Source: an optimization exercise on an open RTL-to-GDS flow (aim: small area). Production flows keep margins and buffers that such runs may drop.
Only simulation tests tie the RTL to the original design; equivalence was not proved.
Power is estimated from default activity; no workload was simulated.

==> design.v <==
module filter_chan (
    input  wire        clk,
    input  wire        rst,           
    input  wire [5:0]  cfg_dec,       
    input  wire [1:0]  cfg_ord,       
    input  wire [3:0]  cfg_taps,      
    input  wire        cfg_sat32,     
    input  wire        coef_we,       
    input  wire [3:0]  coef_addr,
    input  wire [15:0] coef_data,
    input  wire        start,         
    input  wire        stop,          
    input  wire        in_valid,      
    input  wire [31:0] in_data,
    output wire        out_valid,     
    output wire [31:0] out_data
);
    localparam [2:0] S_STOP  = 3'd0,
                     S_POW   = 3'd1,    
                     S_DIV   = 3'd2,    
                     S_RUN   = 3'd3,
                     S_SCALE = 3'd4,
                     S_FIR   = 3'd5,
                     S_OUT   = 3'd6;
    reg [2:0]  state;
    reg [6:0]  d;                       
    reg [1:0]  ord;
    reg [3:0]  ntaps;
    reg        sat32;
    reg signed [15:0] coef [0:15];
    reg [24:0] dpow;                    
    reg [1:0]  pow_cnt;
    reg [32:0] div_rem;
    reg [32:0] div_q;
    reg [5:0]  div_cnt;
    reg [31:0] kscale;                  
    reg signed [63:0] integ [0:3];
    reg signed [63:0] comb_d [0:3];     
    reg [5:0]  dcnt;
    reg signed [63:0] cic_s;
    reg signed [47:0] hist [0:15];
    reg signed [47:0] acc;
    reg [3:0]  tap;
    reg [31:0] y_out;
    integer i;
    wire signed [63:0] x64 = {{32{in_data[31]}}, in_data};
    wire signed [63:0] i1 = integ[0] + x64;
    wire signed [63:0] i2 = integ[1] + i1;
    wire signed [63:0] i3 = integ[2] + i2;
    wire signed [63:0] i4 = integ[3] + i3;
    wire signed [63:0] i_last = (ord == 2'd0) ? i1 : (ord == 2'd1) ? i2 :
                                (ord == 2'd2) ? i3 : i4;
    wire signed [63:0] c1 = i_last - comb_d[0];
    wire signed [63:0] c2 = c1 - comb_d[1];
    wire signed [63:0] c3 = c2 - comb_d[2];
    wire signed [63:0] c4 = c3 - comb_d[3];
    wire signed [63:0] c_last = (ord == 2'd0) ? c1 : (ord == 2'd1) ? c2 :
                                (ord == 2'd2) ? c3 : c4;
    wire signed [96:0] scaled = cic_s * $signed({1'b0, kscale}) + 97'sd2147483648;
    wire signed [47:0] v_cic  = scaled[79:32];
    wire [33:0] rem2   = {div_rem, (div_cnt == 6'd0)};
    wire        div_ge = rem2 >= {9'd0, dpow};
    wire [33:0] rem_nx = div_ge ? rem2 - {9'd0, dpow} : rem2;
    wire signed [47:0] acc_nx  = acc + coef[tap] * hist[tap];
    wire signed [47:0] rnd     = acc_nx + 48'sd8192;
    wire signed [33:0] y_full  = rnd[47:14];
    wire [31:0] y_sat16 = y_full < 0 ? 32'd0 :
                          y_full > 34'sd65535 ? 32'd65535 : y_full[31:0];
    wire [31:0] y_sat32 = y_full < -34'sd2147483648 ? 32'h8000_0000 :
                          y_full > 34'sd2147483647 ? 32'h7FFF_FFFF : y_full[31:0];
    always @(posedge clk) begin
        if (coef_we && (state == S_STOP))
            coef[coef_addr] <= coef_data;
    end
    always @(posedge clk) begin
        if (rst) begin
            state <= S_STOP;
        end else if (stop) begin
            state <= S_STOP;
        end else begin
            case (state)
                S_STOP: if (start) begin
                    d       <= {1'b0, cfg_dec} + 7'd1;
                    ord     <= cfg_ord;
                    ntaps   <= cfg_taps;
                    sat32   <= cfg_sat32;
                    dpow    <= {19'd0, cfg_dec} + 25'd1;
                    pow_cnt <= 2'd0;
                    dcnt    <= 6'd0;
                    for (i = 0; i < 4; i = i + 1) begin
                        integ[i]  <= 64'sd0;
                        comb_d[i] <= 64'sd0;
                    end
                    for (i = 0; i < 16; i = i + 1)
                        hist[i] <= 48'sd0;
                    state   <= S_POW;
                end
                S_POW: begin
                    if (pow_cnt == ord) begin
                        div_rem <= 33'd0;
                        div_q   <= 33'd0;
                        div_cnt <= 6'd0;
                        state   <= S_DIV;
                    end else begin
                        dpow    <= dpow * d;
                        pow_cnt <= pow_cnt + 2'd1;
                    end
                end
                S_DIV: begin
                    div_rem <= rem_nx[32:0];
                    div_q   <= {div_q[31:0], div_ge};
                    div_cnt <= div_cnt + 6'd1;
                    if (div_cnt == 6'd32)
                        state <= S_RUN;
                end
                S_RUN: begin
                    kscale <= div_q[31:0] + {31'd0, ({div_rem, 1'b0} >= {9'd0, dpow})};
                    if (in_valid) begin
                        if (d == 7'd1) begin
                            for (i = 15; i > 0; i = i - 1)
                                hist[i] <= hist[i-1];
                            hist[0] <= {{16{in_data[31]}}, in_data};
                            acc     <= 48'sd0;
                            tap     <= 4'd0;
                            state   <= S_FIR;
                        end else begin
                            integ[0] <= i1;
                            integ[1] <= i2;
                            integ[2] <= i3;
                            integ[3] <= i4;
                            if (dcnt == d[5:0] - 6'd1) begin
                                dcnt      <= 6'd0;
                                comb_d[0] <= i_last;
                                comb_d[1] <= c1;
                                comb_d[2] <= c2;
                                comb_d[3] <= c3;
                                cic_s     <= c_last;
                                state     <= S_SCALE;
                            end else begin
                                dcnt <= dcnt + 6'd1;
                            end
                        end
                    end
                end
                S_SCALE: begin
                    for (i = 15; i > 0; i = i - 1)
                        hist[i] <= hist[i-1];
                    hist[0] <= v_cic;
                    acc     <= 48'sd0;
                    tap     <= 4'd0;
                    state   <= S_FIR;
                end
                S_FIR: begin
                    acc <= acc_nx;
                    tap <= tap + 4'd1;
                    if (tap == ntaps) begin
                        y_out <= sat32 ? y_sat32 : y_sat16;
                        state <= S_OUT;
                    end
                end
                S_OUT: state <= S_RUN;
                default: state <= S_STOP;
            endcase
        end
    end
    assign out_valid = (state == S_OUT);
    assign out_data  = y_out;
endmodule
==> run.sh <==
#!/bin/bash
# synth_recipe.tcl (not shown) runs the flow's synth.tcl, then flattens the netlist and writes it again
# the make line also repeats each setting of config.mk as NAME=value (left out here)
make -C /OpenROAD-flow-scripts/flow DESIGN_CONFIG=/design/flow/config.mk WORK_HOME=/design/flow/orfs CLKGATE_MAP_FILE= SYNTH_SCRIPT=/design/flow/synth_recipe.tcl finish
==> config.mk <==
export PLATFORM = sky130hd
export DESIGN_NAME = filter_chan
export DESIGN_NICKNAME = filter_chan
export VERILOG_FILES = /design/flow/design.v
export SDC_FILE = /design/flow/constraint.sdc
export NUM_CORES = 4
export LEC_CHECK = 0
export CAP_MARGIN = 20
export CORE_MARGIN = 2
export CORE_UTILIZATION = 40
export SLEW_MARGIN = 20
==> constraint.sdc <==
create_clock -name core_clock -period 25.0 [get_ports {clk}]
set_input_delay 5.0000 -clock core_clock [delete_from_list [all_inputs] [get_ports {clk}]]
set_output_delay 5.0000 -clock core_clock [all_outputs]
set_load 0.01 [all_outputs]
==> notes.md <==
-- per-layer routing --
| layer | global-route usage (%) | part of all wire [%] | up-vias |
|---|---|---|---|
| met5 | 0 | 0.057 | - |
| met4 | 8.21 | 4.0 | 48 |
| met3 | 4.44 | 8.2 | 1028 |
| met2 | 37.9 | 46 | 5362 |
| met1 | 32.4 | 42 | 68836 |
| li1 | - | - | 59662 |
-- critical path: cells and delay by family --
family	cells	cell delay (ps)
AO/OA/AOI/OAI	48	10070
XOR/XNOR	9	1950
adder cells (fa/ha/maj)	9	3330
buffers and inverters	5	1090
AND/OR/NAND/NOR	18	2530
-- cells by family (layout without fill, tap and decap cells) --
group                      after synthesis  after routing  synth area share (%)
and+or+nand+nor                       5793           5793                  14.9
DFF                                   1841           1841                  29.4
buffers and inverters                 3725           3620                  7.47
other                                    0             42                     0
xor gates and xnor gates               780            780                  3.65
muxes                                  204            204                  2.12
AOI/OAI and AO/OA                     2635           2635                  9.41
adders and majority gates             3461           3461                  33.0
-- registers in the layout, indices dropped and copies added, names as in the netlist, 3 cells and up, named ones only --
signal,flops
hist,768
coef,256
comb_d,256
integ,256
cic_s,64
acc,48
div_rem,33
div_q,32
kscale,32
y_out,32
dpow,25
d,7
dcnt,6
div_cnt,6
ntaps,4
tap,4
state,3
-- path summary, 6_finish.rpt --
| kind | end | depth (start not counted) | slack (ps) |
|---|---|---|---|
| worst min-delay path | hist[3][12] | 1 | 480 |
| worst min register to register | hist[3][12] | 1 | 480 |
| worst max-delay path | cic_s[63] | 89 | 1700 |
| worst max register to register | cic_s[63] | 88 | 6370 |
-- cells in the final DEF, fill, tap and decap left out, types with 110 or more instances in the layout --
cell type | synthesis | layout
inv_1 | 2829 | 2829
a21o_1 | 435 | 435
a22oi_1 | 110 | 110
and3_1 | 166 | 162
xor2_1 | 279 | 278
a21oi_1 | 716 | 715
clkbuf_16 | 0 | 211
nand3_1 | 149 | 149
o21ai_0 | 377 | 366
nand2_1 | 2334 | 2332
edfxtp_1 | 1834 | 1834
mux4_2 | 152 | 152
fa_1 | 2473 | 2473
nand4_1 | 124 | 124
ha_1 | 988 | 988
nor2b_1 | 122 | 121
and2_1 | 1593 | 1581
o21a_1 | 124 | 124
nor2_1 | 932 | 924
xnor2_1 | 499 | 498
buf_4 | 1 | 293
-- where the power goes --
group | total [mW] | switching [mW] | internal [mW]
clock | 3.12 | 1.35 | 1.77
sequential | 3.73 | 0.0331 | 3.69
combinational | 17.4 | 10.3 | 7.06
total | 24.2 | 11.7 | 12.5
-- cell type report --
type	count	area [µm²]
Clock buffer	254	5480
Sequential cell	1841	55200
Timing Repair Buffer	411	3490
Antenna cell	42	105
Inverter	2831	10600
Multi-Input combinational cell	12873	119000
Clock inverter	124	1270
Fill cell	44362	264000
Tap cell	6198	7750
-- per-stage QoR --
stage               setup slack [ps]  utilization [%]  power [mW]  instances
floorplan                       1680                -        16.6      18439
global placement                1010             41.9        20.7      24152
detailed placement               865             41.9        20.7      24152
CTS                             1800             43.3        24.0      24530
global route                     158             43.4        26.0      24535
finish                          1700             43.4        24.2      24574
==> results.toml <==
[critical_path]
cp_slowest_stage_delay_ps = 750
critPathMostFrequentCell = "a21o_1"
cp_max_fo = 7
crit_arrival_ps = 24000
path_class = "in2reg"
required_ps = 25690
cp-end-kind = "register"
start_kind = "primary input"
r2r-start = "integ[0][0]"
critical-path-slowest-cell = "clkdlybuf4s50_1"
cp-startpoint = "in_data[0]"

[routing]
drc = 0
dr_total_vias = 134936
drt-total-wl_mm = 563
drt_first_pass_iters = 6
wire_per_inst_um = 22.9
ant_nets = 0
viasPerCell = 5.49
first_iter_violations = 11681

[sta]
whs_ps = 476
tightest_slew_ps = 1180
fmax_ghz = 0.0429
hold_viol = 0
relSlewSlack_pct = 21.6
fin_setup_tns_ps = 0
finalCritPeriodShare_pct = 93.2
fin_crit_ps = 23300
setup_viol = 0
finClkSkew_ps = 118
report.final.slew_viol_count = 0
rsz0062_at_grt = "no"

[synth]
synth_cell_types = 99
synth_edf_count = 1834
synth_top_area_share_pct = 29.4
synthTopCellsByArea = "edfxtp_1 29%, fa_1 26%, ha_1 6.6%, inv_1 5.7%, and2_1 5.3%"
synthCells = 18439
synth-seq-cells = 1841
syn_area_um2 = 188000
synth.largest_area_cell = "edfxtp_1"
synth.net_count = 21971
yosysSeqAreaShare_pct = 29.4
yosys.cell_count.top_type = "inv_1"
ys.flop_type = "edfxtp_1"
yosys-top-cells-count = "2,829 x inv_1, 2,473 x fa_1, 2,334 x nand2_1, 1,834 x edfxtp_1, 1,593 x and2_1"
async_flop_share_pct = 0
syn_avg_cell_area_um2 = 10.2
synth_warnings = 4

[place]
numPortBuffers = 103
place_area_um2 = 196000
dp_hpwl_mm = 407
gp_congestion = 0.922

[global_routing]
track_usage_pct = 23.7
grt_max_degree = 286
grt_pass1_wl_mm = 857
antenna_found_initial = 63
grt_pass1_vias = 137695
gr-total-overflow = 0

[clock_tree]
cts.clk_slew.worst_paths_ps = 70
cts_setup_buffers = 0
cts_hold_buf = 0
cts_tree = "built"
cts_resized = 0
clock_latency_ps = 940
cts_buffers = 208
cts_root_buf = "clkbuf_16"
cts_sinks = 1841
h-tree-depth = 4
cts.path.max_buffers = 4

[cells_and_area]
layout.nets = 21698
fin_area_um2 = 203000
area_growth_syn_to_layout_pct = 8.00
drive_gt1_share_pct = 5.05

[die]
dieArea_um2 = 474000
pin_count = 104
initial_core_util_pct = 40.2
num_rows = 251
dieWidth_um = 689
coreArea_um2 = 467000
die_y_um = 689

[power]
p_leak_nw = 88.2
ir_drop_mv = 0.202
cellPowerDensity_nw_per_um2 = 119

[run]
cap_violations = 0

[hold_path]
min_from = "hist[2][12]"
hold_path.class = "reg2reg"

[outcome]
status = "timing/DRC/antenna clean"

static timing again, ports no longer ideal:
The results above use ideal ports. As a check the final layout listed here was re-extracted and re-timed, cells and wires unchanged. Step 1, drivers: a clkbuf_16 drives clk and a buf_2 each remaining input, both assumed. Step 2 moves the port delays by t, midway between the first and last clock arrival at a register: inputs arrive t later, outputs are due t later. That takes back most of the time a late clock gives input paths. Three values: ideal ports, drivers, drivers and shift; two values: the first two.
t, ns: 0.999
setup slack, ns: 1.695 / 1.791 / 0.792
hold slack, ns: 0.476 / 0.476 / 0.476
clock arrival spread, ns: 0.126 / 0.126
worst data-port slew with drivers (ns): 0.14
After both steps setup and hold are still met in this run. For this run, drivers alone change the setup slack by +0.096 ns; drivers and shift together by -0.903 ns.
